Background: an optimization exercise with open tools, aiming at small area, a short achievable clock period and few clock cycles per item. Do not read the settings as production practice.
In this exercise RTL edits were held to simulation tests only and were not proved equivalent to the original.

## flow/design.v

```verilog
module rs_decode_core (
    input  wire         mode,        
    input  wire [255:0] data_in,     
    input  wire [31:0]  erase_in,    
    output reg  [255:0] data_out,
    output reg  [31:0]  erase_out,
    output reg  [1:0]   status       
);
function [7:0] gf_log;
  input [7:0] a;
  begin
    case (a)
      8'd0: gf_log = 8'd0;
      8'd1: gf_log = 8'd0;
      8'd2: gf_log = 8'd1;
      8'd3: gf_log = 8'd25;
      8'd4: gf_log = 8'd2;
      8'd5: gf_log = 8'd50;
      8'd6: gf_log = 8'd26;
      8'd7: gf_log = 8'd198;
      8'd8: gf_log = 8'd3;
      8'd9: gf_log = 8'd223;
      8'd10: gf_log = 8'd51;
      8'd11: gf_log = 8'd238;
      8'd12: gf_log = 8'd27;
      8'd13: gf_log = 8'd104;
      8'd14: gf_log = 8'd199;
      8'd15: gf_log = 8'd75;
      8'd16: gf_log = 8'd4;
      8'd17: gf_log = 8'd100;
      8'd18: gf_log = 8'd224;
      8'd19: gf_log = 8'd14;
      8'd20: gf_log = 8'd52;
      8'd21: gf_log = 8'd141;
      8'd22: gf_log = 8'd239;
      8'd23: gf_log = 8'd129;
      8'd24: gf_log = 8'd28;
      8'd25: gf_log = 8'd193;
      8'd26: gf_log = 8'd105;
      8'd27: gf_log = 8'd248;
      8'd28: gf_log = 8'd200;
      8'd29: gf_log = 8'd8;
      8'd30: gf_log = 8'd76;
      8'd31: gf_log = 8'd113;
      8'd32: gf_log = 8'd5;
      8'd33: gf_log = 8'd138;
      8'd34: gf_log = 8'd101;
      8'd35: gf_log = 8'd47;
      8'd36: gf_log = 8'd225;
      8'd37: gf_log = 8'd36;
      8'd38: gf_log = 8'd15;
      8'd39: gf_log = 8'd33;
      8'd40: gf_log = 8'd53;
      8'd41: gf_log = 8'd147;
      8'd42: gf_log = 8'd142;
      8'd43: gf_log = 8'd218;
      8'd44: gf_log = 8'd240;
      8'd45: gf_log = 8'd18;
      8'd46: gf_log = 8'd130;
      8'd47: gf_log = 8'd69;
      8'd48: gf_log = 8'd29;
      8'd49: gf_log = 8'd181;
      8'd50: gf_log = 8'd194;
      8'd51: gf_log = 8'd125;
      8'd52: gf_log = 8'd106;
      8'd53: gf_log = 8'd39;
      8'd54: gf_log = 8'd249;
      8'd55: gf_log = 8'd185;
      8'd56: gf_log = 8'd201;
      8'd57: gf_log = 8'd154;
      8'd58: gf_log = 8'd9;
      8'd59: gf_log = 8'd120;
      8'd60: gf_log = 8'd77;
      8'd61: gf_log = 8'd228;
      8'd62: gf_log = 8'd114;
      8'd63: gf_log = 8'd166;
      8'd64: gf_log = 8'd6;
      8'd65: gf_log = 8'd191;
      8'd66: gf_log = 8'd139;
      8'd67: gf_log = 8'd98;
      8'd68: gf_log = 8'd102;
      8'd69: gf_log = 8'd221;
      8'd70: gf_log = 8'd48;
      8'd71: gf_log = 8'd253;
      8'd72: gf_log = 8'd226;
      8'd73: gf_log = 8'd152;
      8'd74: gf_log = 8'd37;
      8'd75: gf_log = 8'd179;
      8'd76: gf_log = 8'd16;
      8'd77: gf_log = 8'd145;
      8'd78: gf_log = 8'd34;
      8'd79: gf_log = 8'd136;
      8'd80: gf_log = 8'd54;
      8'd81: gf_log = 8'd208;
      8'd82: gf_log = 8'd148;
      8'd83: gf_log = 8'd206;
      8'd84: gf_log = 8'd143;
      8'd85: gf_log = 8'd150;
      8'd86: gf_log = 8'd219;
      8'd87: gf_log = 8'd189;
      8'd88: gf_log = 8'd241;
      8'd89: gf_log = 8'd210;
      8'd90: gf_log = 8'd19;
      8'd91: gf_log = 8'd92;
      8'd92: gf_log = 8'd131;
      8'd93: gf_log = 8'd56;
      8'd94: gf_log = 8'd70;
      8'd95: gf_log = 8'd64;
      8'd96: gf_log = 8'd30;
      8'd97: gf_log = 8'd66;
      8'd98: gf_log = 8'd182;
      8'd99: gf_log = 8'd163;
      8'd100: gf_log = 8'd195;
      8'd101: gf_log = 8'd72;
      8'd102: gf_log = 8'd126;
      8'd103: gf_log = 8'd110;
      8'd104: gf_log = 8'd107;
      8'd105: gf_log = 8'd58;
      8'd106: gf_log = 8'd40;
      8'd107: gf_log = 8'd84;
      8'd108: gf_log = 8'd250;
      8'd109: gf_log = 8'd133;
      8'd110: gf_log = 8'd186;
      8'd111: gf_log = 8'd61;
      8'd112: gf_log = 8'd202;
      8'd113: gf_log = 8'd94;
      8'd114: gf_log = 8'd155;
      8'd115: gf_log = 8'd159;
      8'd116: gf_log = 8'd10;
      8'd117: gf_log = 8'd21;
      8'd118: gf_log = 8'd121;
      8'd119: gf_log = 8'd43;
      8'd120: gf_log = 8'd78;
      8'd121: gf_log = 8'd212;
      8'd122: gf_log = 8'd229;
      8'd123: gf_log = 8'd172;
      8'd124: gf_log = 8'd115;
      8'd125: gf_log = 8'd243;
      8'd126: gf_log = 8'd167;
      8'd127: gf_log = 8'd87;
      8'd128: gf_log = 8'd7;
      8'd129: gf_log = 8'd112;
      8'd130: gf_log = 8'd192;
      8'd131: gf_log = 8'd247;
      8'd132: gf_log = 8'd140;
      8'd133: gf_log = 8'd128;
      8'd134: gf_log = 8'd99;
      8'd135: gf_log = 8'd13;
      8'd136: gf_log = 8'd103;
      8'd137: gf_log = 8'd74;
      8'd138: gf_log = 8'd222;
      8'd139: gf_log = 8'd237;
      8'd140: gf_log = 8'd49;
      8'd141: gf_log = 8'd197;
      8'd142: gf_log = 8'd254;
      8'd143: gf_log = 8'd24;
      8'd144: gf_log = 8'd227;
      8'd145: gf_log = 8'd165;
      8'd146: gf_log = 8'd153;
      8'd147: gf_log = 8'd119;
      8'd148: gf_log = 8'd38;
      8'd149: gf_log = 8'd184;
      8'd150: gf_log = 8'd180;
      8'd151: gf_log = 8'd124;
      8'd152: gf_log = 8'd17;
      8'd153: gf_log = 8'd68;
      8'd154: gf_log = 8'd146;
      8'd155: gf_log = 8'd217;
      8'd156: gf_log = 8'd35;
      8'd157: gf_log = 8'd32;
      8'd158: gf_log = 8'd137;
      8'd159: gf_log = 8'd46;
      8'd160: gf_log = 8'd55;
      8'd161: gf_log = 8'd63;
      8'd162: gf_log = 8'd209;
      8'd163: gf_log = 8'd91;
      8'd164: gf_log = 8'd149;
      8'd165: gf_log = 8'd188;
      8'd166: gf_log = 8'd207;
      8'd167: gf_log = 8'd205;
      8'd168: gf_log = 8'd144;
      8'd169: gf_log = 8'd135;
      8'd170: gf_log = 8'd151;
      8'd171: gf_log = 8'd178;
      8'd172: gf_log = 8'd220;
      8'd173: gf_log = 8'd252;
      8'd174: gf_log = 8'd190;
      8'd175: gf_log = 8'd97;
      8'd176: gf_log = 8'd242;
      8'd177: gf_log = 8'd86;
      8'd178: gf_log = 8'd211;
      8'd179: gf_log = 8'd171;
      8'd180: gf_log = 8'd20;
      8'd181: gf_log = 8'd42;
      8'd182: gf_log = 8'd93;
      8'd183: gf_log = 8'd158;
      8'd184: gf_log = 8'd132;
      8'd185: gf_log = 8'd60;
      8'd186: gf_log = 8'd57;
      8'd187: gf_log = 8'd83;
      8'd188: gf_log = 8'd71;
      8'd189: gf_log = 8'd109;
      8'd190: gf_log = 8'd65;
      8'd191: gf_log = 8'd162;
      8'd192: gf_log = 8'd31;
      8'd193: gf_log = 8'd45;
      8'd194: gf_log = 8'd67;
      8'd195: gf_log = 8'd216;
      8'd196: gf_log = 8'd183;
      8'd197: gf_log = 8'd123;
      8'd198: gf_log = 8'd164;
      8'd199: gf_log = 8'd118;
      8'd200: gf_log = 8'd196;
      8'd201: gf_log = 8'd23;
      8'd202: gf_log = 8'd73;
      8'd203: gf_log = 8'd236;
      8'd204: gf_log = 8'd127;
      8'd205: gf_log = 8'd12;
      8'd206: gf_log = 8'd111;
      8'd207: gf_log = 8'd246;
      8'd208: gf_log = 8'd108;
      8'd209: gf_log = 8'd161;
      8'd210: gf_log = 8'd59;
      8'd211: gf_log = 8'd82;
      8'd212: gf_log = 8'd41;
      8'd213: gf_log = 8'd157;
      8'd214: gf_log = 8'd85;
      8'd215: gf_log = 8'd170;
      8'd216: gf_log = 8'd251;
      8'd217: gf_log = 8'd96;
      8'd218: gf_log = 8'd134;
      8'd219: gf_log = 8'd177;
      8'd220: gf_log = 8'd187;
      8'd221: gf_log = 8'd204;
      8'd222: gf_log = 8'd62;
      8'd223: gf_log = 8'd90;
      8'd224: gf_log = 8'd203;
      8'd225: gf_log = 8'd89;
      8'd226: gf_log = 8'd95;
      8'd227: gf_log = 8'd176;
      8'd228: gf_log = 8'd156;
      8'd229: gf_log = 8'd169;
      8'd230: gf_log = 8'd160;
      8'd231: gf_log = 8'd81;
      8'd232: gf_log = 8'd11;
      8'd233: gf_log = 8'd245;
      8'd234: gf_log = 8'd22;
      8'd235: gf_log = 8'd235;
      8'd236: gf_log = 8'd122;
      8'd237: gf_log = 8'd117;
      8'd238: gf_log = 8'd44;
      8'd239: gf_log = 8'd215;
      8'd240: gf_log = 8'd79;
      8'd241: gf_log = 8'd174;
      8'd242: gf_log = 8'd213;
      8'd243: gf_log = 8'd233;
      8'd244: gf_log = 8'd230;
      8'd245: gf_log = 8'd231;
      8'd246: gf_log = 8'd173;
      8'd247: gf_log = 8'd232;
      8'd248: gf_log = 8'd116;
      8'd249: gf_log = 8'd214;
      8'd250: gf_log = 8'd244;
      8'd251: gf_log = 8'd234;
      8'd252: gf_log = 8'd168;
      8'd253: gf_log = 8'd80;
      8'd254: gf_log = 8'd88;
      8'd255: gf_log = 8'd175;
      default: gf_log = 8'd0;
    endcase
  end
endfunction
function [7:0] gf_exp;
  input [7:0] l;
  begin
    case (l)
      8'd0: gf_exp = 8'd1;
      8'd1: gf_exp = 8'd2;
      8'd2: gf_exp = 8'd4;
      8'd3: gf_exp = 8'd8;
      8'd4: gf_exp = 8'd16;
      8'd5: gf_exp = 8'd32;
      8'd6: gf_exp = 8'd64;
      8'd7: gf_exp = 8'd128;
      8'd8: gf_exp = 8'd29;
      8'd9: gf_exp = 8'd58;
      8'd10: gf_exp = 8'd116;
      8'd11: gf_exp = 8'd232;
      8'd12: gf_exp = 8'd205;
      8'd13: gf_exp = 8'd135;
      8'd14: gf_exp = 8'd19;
      8'd15: gf_exp = 8'd38;
      8'd16: gf_exp = 8'd76;
      8'd17: gf_exp = 8'd152;
      8'd18: gf_exp = 8'd45;
      8'd19: gf_exp = 8'd90;
      8'd20: gf_exp = 8'd180;
      8'd21: gf_exp = 8'd117;
      8'd22: gf_exp = 8'd234;
      8'd23: gf_exp = 8'd201;
      8'd24: gf_exp = 8'd143;
      8'd25: gf_exp = 8'd3;
      8'd26: gf_exp = 8'd6;
      8'd27: gf_exp = 8'd12;
      8'd28: gf_exp = 8'd24;
      8'd29: gf_exp = 8'd48;
      8'd30: gf_exp = 8'd96;
      8'd31: gf_exp = 8'd192;
      8'd32: gf_exp = 8'd157;
      8'd33: gf_exp = 8'd39;
      8'd34: gf_exp = 8'd78;
      8'd35: gf_exp = 8'd156;
      8'd36: gf_exp = 8'd37;
      8'd37: gf_exp = 8'd74;
      8'd38: gf_exp = 8'd148;
      8'd39: gf_exp = 8'd53;
      8'd40: gf_exp = 8'd106;
      8'd41: gf_exp = 8'd212;
      8'd42: gf_exp = 8'd181;
      8'd43: gf_exp = 8'd119;
      8'd44: gf_exp = 8'd238;
      8'd45: gf_exp = 8'd193;
      8'd46: gf_exp = 8'd159;
      8'd47: gf_exp = 8'd35;
      8'd48: gf_exp = 8'd70;
      8'd49: gf_exp = 8'd140;
      8'd50: gf_exp = 8'd5;
      8'd51: gf_exp = 8'd10;
      8'd52: gf_exp = 8'd20;
      8'd53: gf_exp = 8'd40;
      8'd54: gf_exp = 8'd80;
      8'd55: gf_exp = 8'd160;
      8'd56: gf_exp = 8'd93;
      8'd57: gf_exp = 8'd186;
      8'd58: gf_exp = 8'd105;
      8'd59: gf_exp = 8'd210;
      8'd60: gf_exp = 8'd185;
      8'd61: gf_exp = 8'd111;
      8'd62: gf_exp = 8'd222;
      8'd63: gf_exp = 8'd161;
      8'd64: gf_exp = 8'd95;
      8'd65: gf_exp = 8'd190;
      8'd66: gf_exp = 8'd97;
      8'd67: gf_exp = 8'd194;
      8'd68: gf_exp = 8'd153;
      8'd69: gf_exp = 8'd47;
      8'd70: gf_exp = 8'd94;
      8'd71: gf_exp = 8'd188;
      8'd72: gf_exp = 8'd101;
      8'd73: gf_exp = 8'd202;
      8'd74: gf_exp = 8'd137;
      8'd75: gf_exp = 8'd15;
      8'd76: gf_exp = 8'd30;
      8'd77: gf_exp = 8'd60;
      8'd78: gf_exp = 8'd120;
      8'd79: gf_exp = 8'd240;
      8'd80: gf_exp = 8'd253;
      8'd81: gf_exp = 8'd231;
      8'd82: gf_exp = 8'd211;
      8'd83: gf_exp = 8'd187;
      8'd84: gf_exp = 8'd107;
      8'd85: gf_exp = 8'd214;
      8'd86: gf_exp = 8'd177;
      8'd87: gf_exp = 8'd127;
      8'd88: gf_exp = 8'd254;
      8'd89: gf_exp = 8'd225;
      8'd90: gf_exp = 8'd223;
      8'd91: gf_exp = 8'd163;
      8'd92: gf_exp = 8'd91;
      8'd93: gf_exp = 8'd182;
      8'd94: gf_exp = 8'd113;
      8'd95: gf_exp = 8'd226;
      8'd96: gf_exp = 8'd217;
      8'd97: gf_exp = 8'd175;
      8'd98: gf_exp = 8'd67;
      8'd99: gf_exp = 8'd134;
      8'd100: gf_exp = 8'd17;
      8'd101: gf_exp = 8'd34;
      8'd102: gf_exp = 8'd68;
      8'd103: gf_exp = 8'd136;
      8'd104: gf_exp = 8'd13;
      8'd105: gf_exp = 8'd26;
      8'd106: gf_exp = 8'd52;
      8'd107: gf_exp = 8'd104;
      8'd108: gf_exp = 8'd208;
      8'd109: gf_exp = 8'd189;
      8'd110: gf_exp = 8'd103;
      8'd111: gf_exp = 8'd206;
      8'd112: gf_exp = 8'd129;
      8'd113: gf_exp = 8'd31;
      8'd114: gf_exp = 8'd62;
      8'd115: gf_exp = 8'd124;
      8'd116: gf_exp = 8'd248;
      8'd117: gf_exp = 8'd237;
      8'd118: gf_exp = 8'd199;
      8'd119: gf_exp = 8'd147;
      8'd120: gf_exp = 8'd59;
      8'd121: gf_exp = 8'd118;
      8'd122: gf_exp = 8'd236;
      8'd123: gf_exp = 8'd197;
      8'd124: gf_exp = 8'd151;
      8'd125: gf_exp = 8'd51;
      8'd126: gf_exp = 8'd102;
      8'd127: gf_exp = 8'd204;
      8'd128: gf_exp = 8'd133;
      8'd129: gf_exp = 8'd23;
      8'd130: gf_exp = 8'd46;
      8'd131: gf_exp = 8'd92;
      8'd132: gf_exp = 8'd184;
      8'd133: gf_exp = 8'd109;
      8'd134: gf_exp = 8'd218;
      8'd135: gf_exp = 8'd169;
      8'd136: gf_exp = 8'd79;
      8'd137: gf_exp = 8'd158;
      8'd138: gf_exp = 8'd33;
      8'd139: gf_exp = 8'd66;
      8'd140: gf_exp = 8'd132;
      8'd141: gf_exp = 8'd21;
      8'd142: gf_exp = 8'd42;
      8'd143: gf_exp = 8'd84;
      8'd144: gf_exp = 8'd168;
      8'd145: gf_exp = 8'd77;
      8'd146: gf_exp = 8'd154;
      8'd147: gf_exp = 8'd41;
      8'd148: gf_exp = 8'd82;
      8'd149: gf_exp = 8'd164;
      8'd150: gf_exp = 8'd85;
      8'd151: gf_exp = 8'd170;
      8'd152: gf_exp = 8'd73;
      8'd153: gf_exp = 8'd146;
      8'd154: gf_exp = 8'd57;
      8'd155: gf_exp = 8'd114;
      8'd156: gf_exp = 8'd228;
      8'd157: gf_exp = 8'd213;
      8'd158: gf_exp = 8'd183;
      8'd159: gf_exp = 8'd115;
      8'd160: gf_exp = 8'd230;
      8'd161: gf_exp = 8'd209;
      8'd162: gf_exp = 8'd191;
      8'd163: gf_exp = 8'd99;
      8'd164: gf_exp = 8'd198;
      8'd165: gf_exp = 8'd145;
      8'd166: gf_exp = 8'd63;
      8'd167: gf_exp = 8'd126;
      8'd168: gf_exp = 8'd252;
      8'd169: gf_exp = 8'd229;
      8'd170: gf_exp = 8'd215;
      8'd171: gf_exp = 8'd179;
      8'd172: gf_exp = 8'd123;
      8'd173: gf_exp = 8'd246;
      8'd174: gf_exp = 8'd241;
      8'd175: gf_exp = 8'd255;
      8'd176: gf_exp = 8'd227;
      8'd177: gf_exp = 8'd219;
      8'd178: gf_exp = 8'd171;
      8'd179: gf_exp = 8'd75;
      8'd180: gf_exp = 8'd150;
      8'd181: gf_exp = 8'd49;
      8'd182: gf_exp = 8'd98;
      8'd183: gf_exp = 8'd196;
      8'd184: gf_exp = 8'd149;
      8'd185: gf_exp = 8'd55;
      8'd186: gf_exp = 8'd110;
      8'd187: gf_exp = 8'd220;
      8'd188: gf_exp = 8'd165;
      8'd189: gf_exp = 8'd87;
      8'd190: gf_exp = 8'd174;
      8'd191: gf_exp = 8'd65;
      8'd192: gf_exp = 8'd130;
      8'd193: gf_exp = 8'd25;
      8'd194: gf_exp = 8'd50;
      8'd195: gf_exp = 8'd100;
      8'd196: gf_exp = 8'd200;
      8'd197: gf_exp = 8'd141;
      8'd198: gf_exp = 8'd7;
      8'd199: gf_exp = 8'd14;
      8'd200: gf_exp = 8'd28;
      8'd201: gf_exp = 8'd56;
      8'd202: gf_exp = 8'd112;
      8'd203: gf_exp = 8'd224;
      8'd204: gf_exp = 8'd221;
      8'd205: gf_exp = 8'd167;
      8'd206: gf_exp = 8'd83;
      8'd207: gf_exp = 8'd166;
      8'd208: gf_exp = 8'd81;
      8'd209: gf_exp = 8'd162;
      8'd210: gf_exp = 8'd89;
      8'd211: gf_exp = 8'd178;
      8'd212: gf_exp = 8'd121;
      8'd213: gf_exp = 8'd242;
      8'd214: gf_exp = 8'd249;
      8'd215: gf_exp = 8'd239;
      8'd216: gf_exp = 8'd195;
      8'd217: gf_exp = 8'd155;
      8'd218: gf_exp = 8'd43;
      8'd219: gf_exp = 8'd86;
      8'd220: gf_exp = 8'd172;
      8'd221: gf_exp = 8'd69;
      8'd222: gf_exp = 8'd138;
      8'd223: gf_exp = 8'd9;
      8'd224: gf_exp = 8'd18;
      8'd225: gf_exp = 8'd36;
      8'd226: gf_exp = 8'd72;
      8'd227: gf_exp = 8'd144;
      8'd228: gf_exp = 8'd61;
      8'd229: gf_exp = 8'd122;
      8'd230: gf_exp = 8'd244;
      8'd231: gf_exp = 8'd245;
      8'd232: gf_exp = 8'd247;
      8'd233: gf_exp = 8'd243;
      8'd234: gf_exp = 8'd251;
      8'd235: gf_exp = 8'd235;
      8'd236: gf_exp = 8'd203;
      8'd237: gf_exp = 8'd139;
      8'd238: gf_exp = 8'd11;
      8'd239: gf_exp = 8'd22;
      8'd240: gf_exp = 8'd44;
      8'd241: gf_exp = 8'd88;
      8'd242: gf_exp = 8'd176;
      8'd243: gf_exp = 8'd125;
      8'd244: gf_exp = 8'd250;
      8'd245: gf_exp = 8'd233;
      8'd246: gf_exp = 8'd207;
      8'd247: gf_exp = 8'd131;
      8'd248: gf_exp = 8'd27;
      8'd249: gf_exp = 8'd54;
      8'd250: gf_exp = 8'd108;
      8'd251: gf_exp = 8'd216;
      8'd252: gf_exp = 8'd173;
      8'd253: gf_exp = 8'd71;
      8'd254: gf_exp = 8'd142;
      8'd255: gf_exp = 8'd1;
      default: gf_exp = 8'd1;
    endcase
  end
endfunction
function [7:0] gf_mul;
  input [7:0] a;
  input [7:0] b;
  reg   [7:0] p;
  reg   [7:0] aa;
  integer k;
  begin
    p  = 8'd0;
    aa = a;
    for (k = 0; k < 8; k = k + 1) begin
      if (b[k])
        p = p ^ aa;
      aa = {aa[6:0], 1'b0} ^ (aa[7] ? 8'h1D : 8'h00);
    end
    gf_mul = p;
  end
endfunction
function [7:0] log_add;
  input [7:0] a;
  input [7:0] b;
  reg   [8:0] s;
  begin
    s = {1'b0, a} + {1'b0, b};
    if (s >= 9'd255)
      s = s - 9'd255;
    log_add = s[7:0];
  end
endfunction
function [7:0] log_sub;
  input [7:0] a;
  input [7:0] b;
  begin
    if (a >= b)
      log_sub = a - b;
    else
      log_sub = a + 8'd255 - b;
  end
endfunction
reg [7:0]  sym    [0:31];
reg [31:0] active;
reg [31:0] er;
reg [7:0]  s0, s1, s1_c2, s1_c3;
reg [5:0]  n_erased;
reg [4:0]  pos1, pos2;
reg        found1, found2;
reg [4:0]  last;
reg [7:0]  x1, x2;
reg [7:0]  e1, e2;
reg [7:0]  loc;
reg [4:0]  epos;
reg        fail;
reg        fix1, fix2;
integer    i;
always @* begin
  active = mode ? 32'hFFFF_FFFF : 32'h0000_FFFF;
  last   = mode ? 5'd31 : 5'd15;
  er     = erase_in & active;
  for (i = 0; i < 32; i = i + 1)
    sym[i] = active[i] ? data_in[8*i +: 8] : 8'd0;
  s0    = 8'd0;
  s1_c2 = 8'd0;
  s1_c3 = 8'd0;
  for (i = 0; i < 32; i = i + 1) begin
    s0    = s0 ^ sym[i];
    s1_c3 = s1_c3 ^ gf_mul(sym[i], gf_exp(8'd31 - i[7:0]));
    if (i < 16)
      s1_c2 = s1_c2 ^ gf_mul(sym[i], gf_exp(8'd15 - i[7:0]));
  end
  s1 = mode ? s1_c3 : s1_c2;
  n_erased = 6'd0;
  found1   = 1'b0;
  found2   = 1'b0;
  pos1     = 5'd0;
  pos2     = 5'd0;
  for (i = 0; i < 32; i = i + 1) begin
    if (er[i]) begin
      n_erased = n_erased + 6'd1;
      if (!found1) begin
        found1 = 1'b1;
        pos1   = i[4:0];
      end else if (!found2) begin
        found2 = 1'b1;
        pos2   = i[4:0];
      end
    end
  end
  x1 = gf_exp({3'd0, last - pos1});
  x2 = gf_exp({3'd0, last - pos2});
  fail = 1'b0;
  fix1 = 1'b0;
  fix2 = 1'b0;
  e1   = 8'd0;
  e2   = 8'd0;
  epos = pos1;
  loc  = 8'd0;
  if (n_erased == 6'd0) begin
    if (s0 != 8'd0 || s1 != 8'd0) begin
      if (s0 == 8'd0 || s1 == 8'd0) begin
        fail = 1'b1;
      end else begin
        loc = log_sub(gf_log(s1), gf_log(s0));
        if (loc > {3'd0, last}) begin
          fail = 1'b1;
        end else begin
          epos = last - loc[4:0];
          e1   = s0;
          fix1 = 1'b1;
        end
      end
    end
  end else if (n_erased == 6'd1) begin
    e1   = s0;
    fix1 = 1'b1;
    if (gf_mul(s0, x1) != s1)
      fail = 1'b1;
  end else if (n_erased == 6'd2) begin
    e1   = gf_exp(log_sub(gf_log(s1 ^ gf_mul(s0, x2)), gf_log(x1 ^ x2)));
    if ((s1 ^ gf_mul(s0, x2)) == 8'd0)
      e1 = 8'd0;
    e2   = s0 ^ e1;
    fix1 = 1'b1;
    fix2 = 1'b1;
  end else begin
    fail = 1'b1;
  end
  for (i = 0; i < 32; i = i + 1) begin
    data_out[8*i +: 8] = sym[i];
    if (!fail && fix1 && epos == i[4:0])
      data_out[8*i +: 8] = sym[i] ^ e1;
    if (!fail && fix2 && pos2 == i[4:0])
      data_out[8*i +: 8] = sym[i] ^ e2;
  end
  if (fail) begin
    erase_out = er;
    status    = 2'd2;
  end else begin
    erase_out = 32'd0;
    status    = (n_erased == 6'd0 && s0 == 8'd0 && s1 == 8'd0) ? 2'd0 : 2'd1;
  end
end
endmodule
module rs_c2c3_decoder (
    input  wire         clk,
    input  wire         rst,         
    input  wire         in_valid,
    output wire         in_ready,
    input  wire         in_mode,     
    input  wire [255:0] in_data,
    input  wire [31:0]  in_erase,
    output reg          out_valid,
    input  wire         out_ready,
    output reg  [255:0] out_data,
    output reg  [31:0]  out_erase,
    output reg  [1:0]   out_status
);
wire [255:0] dec_data;
wire [31:0]  dec_erase;
wire [1:0]   dec_status;
rs_decode_core u_core (
    .mode     (in_mode),
    .data_in  (in_data),
    .erase_in (in_erase),
    .data_out (dec_data),
    .erase_out(dec_erase),
    .status   (dec_status)
);
assign in_ready = !out_valid || out_ready;
always @(posedge clk) begin
  if (rst) begin
    out_valid <= 1'b0;
  end else if (in_ready) begin
    out_valid <= in_valid;
  end
end
always @(posedge clk) begin
  if (in_valid && in_ready) begin
    out_data   <= dec_data;
    out_erase  <= dec_erase;
    out_status <= dec_status;
  end
end
endmodule
```

## flow/run.sh

```bash
#!/bin/bash
# synth_recipe.tcl (not shown) runs the flow's synth.tcl, then flattens the netlist and writes it again
# the make line also repeats each setting of config.mk as NAME=value (left out here)
make -C /OpenROAD-flow-scripts/flow DESIGN_CONFIG=/design/flow/config.mk WORK_HOME=/design/flow/orfs CLKGATE_MAP_FILE= SYNTH_SCRIPT=/design/flow/synth_recipe.tcl finish
```

## flow/config.mk

```make
export PLATFORM = sky130hd
export DESIGN_NAME = rs_c2c3_decoder
export DESIGN_NICKNAME = rs_c2c3_decoder
export VERILOG_FILES = /design/flow/design.v
export SDC_FILE = /design/flow/constraint.sdc
export NUM_CORES = 4
export LEC_CHECK = 0
export CAP_MARGIN = 20
export CORE_MARGIN = 2
export CORE_UTILIZATION = 35
export SLEW_MARGIN = 20
```

## flow/constraint.sdc

```tcl
create_clock -name core_clock -period 25.0 [get_ports {clk}]
set_input_delay 5.0000 -clock core_clock [delete_from_list [all_inputs] [get_ports {clk}]]
set_output_delay 5.0000 -clock core_clock [all_outputs]
set_load 0.01 [all_outputs]
```

==> run summary <==
-- worst max-delay path, delay by kind of cell --
kind | cells | cell delay (ns)
AOI/OAI and AO/OA | 26 | 3.29
xor gates and xnor gates | 1 | 0.14
adders and majority gates | 30 | 9.03
muxes | 2 | 0.47
and+or+nand+nor | 39 | 4.35
buffers and inverters | 12 | 1.65
-- metal layers --
metal	wire, um	up-vias	global-route usage
met3	39400	731	0.0963
met4	13400	4	0.129
met1	120000	29100	0.520
li1	-	25900	-
met2	120000	4623	0.533
met5	23	-	0
-- logic make-up after synthesis --
| family | Yosys count | share of synthesized area |
|---|---|---|
| AND/OR/NAND/NOR | 2135 | 0.185 |
| AO/OA/AOI/OAI | 1981 | 0.254 |
| XOR/XNOR | 1537 | 0.268 |
| buffers and inverters | 729 | 0.0538 |
| flip-flops | 291 | 0.168 |
| adder cells (fa/ha/maj) | 173 | 0.0419 |
| multiplexers | 112 | 0.0290 |
-- sequential cells by signal (all words and copies together) (netlist names) --
name and flops:
out_data 256, out_erase 32, out_status 2, out_valid 1
-- timing repair --
item,CTS,global route
buffers inserted,0,13
setup endpoints to repair,0,290
resized for setup,0,116
-- Yosys cell counts, drive strengths merged, types with 24 or more instances --
cell type | number | area share
xnor2 | 1220 | 0.21
nand2 | 798 | 0.058
nor2 | 648 | 0.047
clkbuf | 504 | 0.037
o21ai | 441 | 0.043
a21oi | 440 | 0.042
xor2 | 291 | 0.049
edfxtp | 290 | 0.17
nor3 | 169 | 0.017
ha | 159 | 0.038
a22oi | 150 | 0.022
nand3 | 122 | 0.012
inv | 117 | 0.0085
buf | 100 | 0.0082
a211oi | 93 | 0.013
a31oi | 89 | 0.011
o22ai | 88 | 0.011
and2 | 85 | 0.010
o211ai | 80 | 0.012
mux2i | 67 | 0.013
nand2b | 58 | 0.0070
o311ai | 57 | 0.0096
o32ai | 50 | 0.0084
a221oi | 47 | 0.0079
o31ai | 45 | 0.0066
a32oi | 43 | 0.0073
a21o | 41 | 0.0059
a311oi | 41 | 0.0069
o221ai | 39 | 0.0066
nor2b | 38 | 0.0046
nor4 | 34 | 0.0046
or2 | 33 | 0.0040
and3 | 30 | 0.0036
mux4 | 28 | 0.012
o21a | 27 | 0.0039
or3 | 26 | 0.0031
nor3b | 25 | 0.0037
xnor3 | 24 | 0.010
-- final cells by class --
cell class	count	share of cell area
timing repair buffer	1060	0.157
clock inverter	19	0.00313
antenna	1	0.0000389
sequential	291	0.136
multi-input combinational	5939	0.643
tap	1930	0.0376
inverter	125	0.00736
clock buffer	52	0.0164
-- worst max-delay path by stage --
stage,from,endpoint,slack (ns),cells past startpoint
4_1_cts,in_erase[0],out_data[76],0.33,111
6_report,in_erase[2],out_data[244],1.39,110
5_1_grt,in_erase[2],out_data[220],0.02,110
3_3_place_gp,in_erase[1],out_data[76],-0.12,111
3_5_place_dp,in_erase[0],out_data[76],-0.16,110
2_1_floorplan,in_erase[0],out_data[216],1.53,109
-- per-stage QoR --
step	instances	utilization	worst slack, ns	setup TNS [ns]
after detailed placement	9329	0.423	-0.159	-3.48
after global routing	9417	0.436	0.0217	0
final	9417	0.436	1.39	0
after CTS	9400	0.431	0.333	0
after floorplan	6958	-	1.53	0
after global placement	9328	0.423	-0.115	-0.828
-- cells in the final DEF (no fill, tap or decap), types with 38 or more instances in the layout --
master           Yosys  final
nor2_1             645    628
a21oi_1            440    433
nor3_1             162    157
edfxtp_1           290    290
mux2i_1             66     64
o22ai_1             88     86
a31oi_1             88     85
buf_12               0     44
nand3_1            122    122
o31ai_1             44     42
a21o_1              41     41
a311oi_1            41     41
and2_1              80     77
xor2_1             289    278
nand2_1            797    795
o311ai_0            57     57
xnor2_1           1213   1187
clkdlybuf4s50_1      0    581
ha_1               159    159
inv_1              111    106
buf_4                1    418
o211ai_1            80     80
clkbuf_16            0     42
a22oi_1            149    139
o21ai_0            432    424
a221oi_1            47     47
o32ai_1             50     38
nand2b_1            58     56
a211oi_1            93     92
==> run summary <==
total CTS buffers 40; CTS max path bufs 3; maximum number of pins on one net before global-route repair 87; Mapped Cells 6958; Routability Congestion 1.05; IO Port Bufs 584; Pins Over Slew Limit 0; Avg Cell Area, Syn 7.45 um^2; die area 0.151 mm^2; Placed Area 0.0623 mm^2; # fillers 14900; Mapped Nets 7414; row count 141; CP max-delay cell or2_2; clk sink count 291; worst reg-to-reg setup slack 21.55 ns; Post-Route WL 293 mm; GRT Residual Overflow 0; WHS Path Cells 2; # DRC 0; number of synthesized flops with an enable pin 290; later-pin clock latency in the skew report 0.65 ns; Hold Violations, Final 0; Hold Crit Class flop to flop; Initial Util 0.352; Syn-to-layout area delta 24.0%; Synth async-reset ratio 0; Core ar. 0.147 mm^2; via count 60400; Min Hold Slack 0.567 ns; final period utilization 0.945; nets@finish 7913; hold_sp out_valid; Final Cell Area 0.0643 mm^2; RR Startpoint out_valid; Cell Area, Synth 0.0518 mm^2; Die Y 389 um; die width 389 um; # IOs 585; drt wl/cell 31.1 um; number of global-route vias before repair 55300; RR Endpoint out_data[67]; Worst-Margin Slew 1.31 ns; synthesized flop and latch total 291; CP peak stage delay 0.48 ns; share of post-route cells with drive strength above 1 0.109; startpoint types primary input; critical path fanouts, max 10; Synth cell types 106; CTS root buf clkbuf_16; DP HPWL 225 mm; initial antenna violation count 6; RSZ-0062 raised after global routing no; CP Capture Type flop; register area 0.00873 mm^2; Setup CP Type primary input to flop; worst rel slew slack 0.106; htree depth 2; fin crit period 23.61 ns; Max-Cap Viols 0; Worst Reg-to-Reg Cells 4; Hold Buf Count CTS 0; Critical Path AT 24.00 ns; Clock Pin Slew Worst Setup and Hold Paths 0.06 ns; Final ANT Viol Nets 0; DR iter-0 viols 10000; first-pass GRT wire length 411 mm; TritonCTS clock tree built; Synth Flop Type edfxtp_1; DR vias/cell 6.41; Worst Path Required 25.39 ns; Initial DRT Pass Iterations 7; most used cell, CP ha_1; Clock Skew 0.0284 ns; Final Setup Violations 0; area of the multi-input gates 0.0413 mm^2; register area share after synthesis 0.168; Hold EP out_valid; fmax 42.3 MHz; synth warn 3; status timing/DRC/antenna clean; Total Routing Usage GR 0.367
Testbench counts, summed over its fixed seeds: cycles 12,008, items 12,000.

-- separate check: timing with driven ports --
How much do the figures lean on ideal ports? The routed layout below was timed once more, with nothing changed but the port constraints. Step 1, drivers: a clkbuf_16 drives clk and a buf_2 each remaining input, both assumed. Step 2, shift: input delay + t, output delay - t, t = (earliest + latest rising clock arrival at the registers) / 2. This alone moves slack from input paths to output paths. Slacks: ideal ports / drivers / drivers and shift; pairs: ideal ports / drivers.
t, ns: 0.732
setup slack, ns: 1.387 / 1.450 / 0.718
latest minus earliest clock arrival (ns): 0.043 / 0.043
slew at the worst register clock pin (ns): 0.07 / 0.07
pins driven straight from the clock port: 1
After both steps this run still meets setup and hold. The setup slack of this run moves by +0.063 ns with the drivers and by -0.669 ns with both steps.
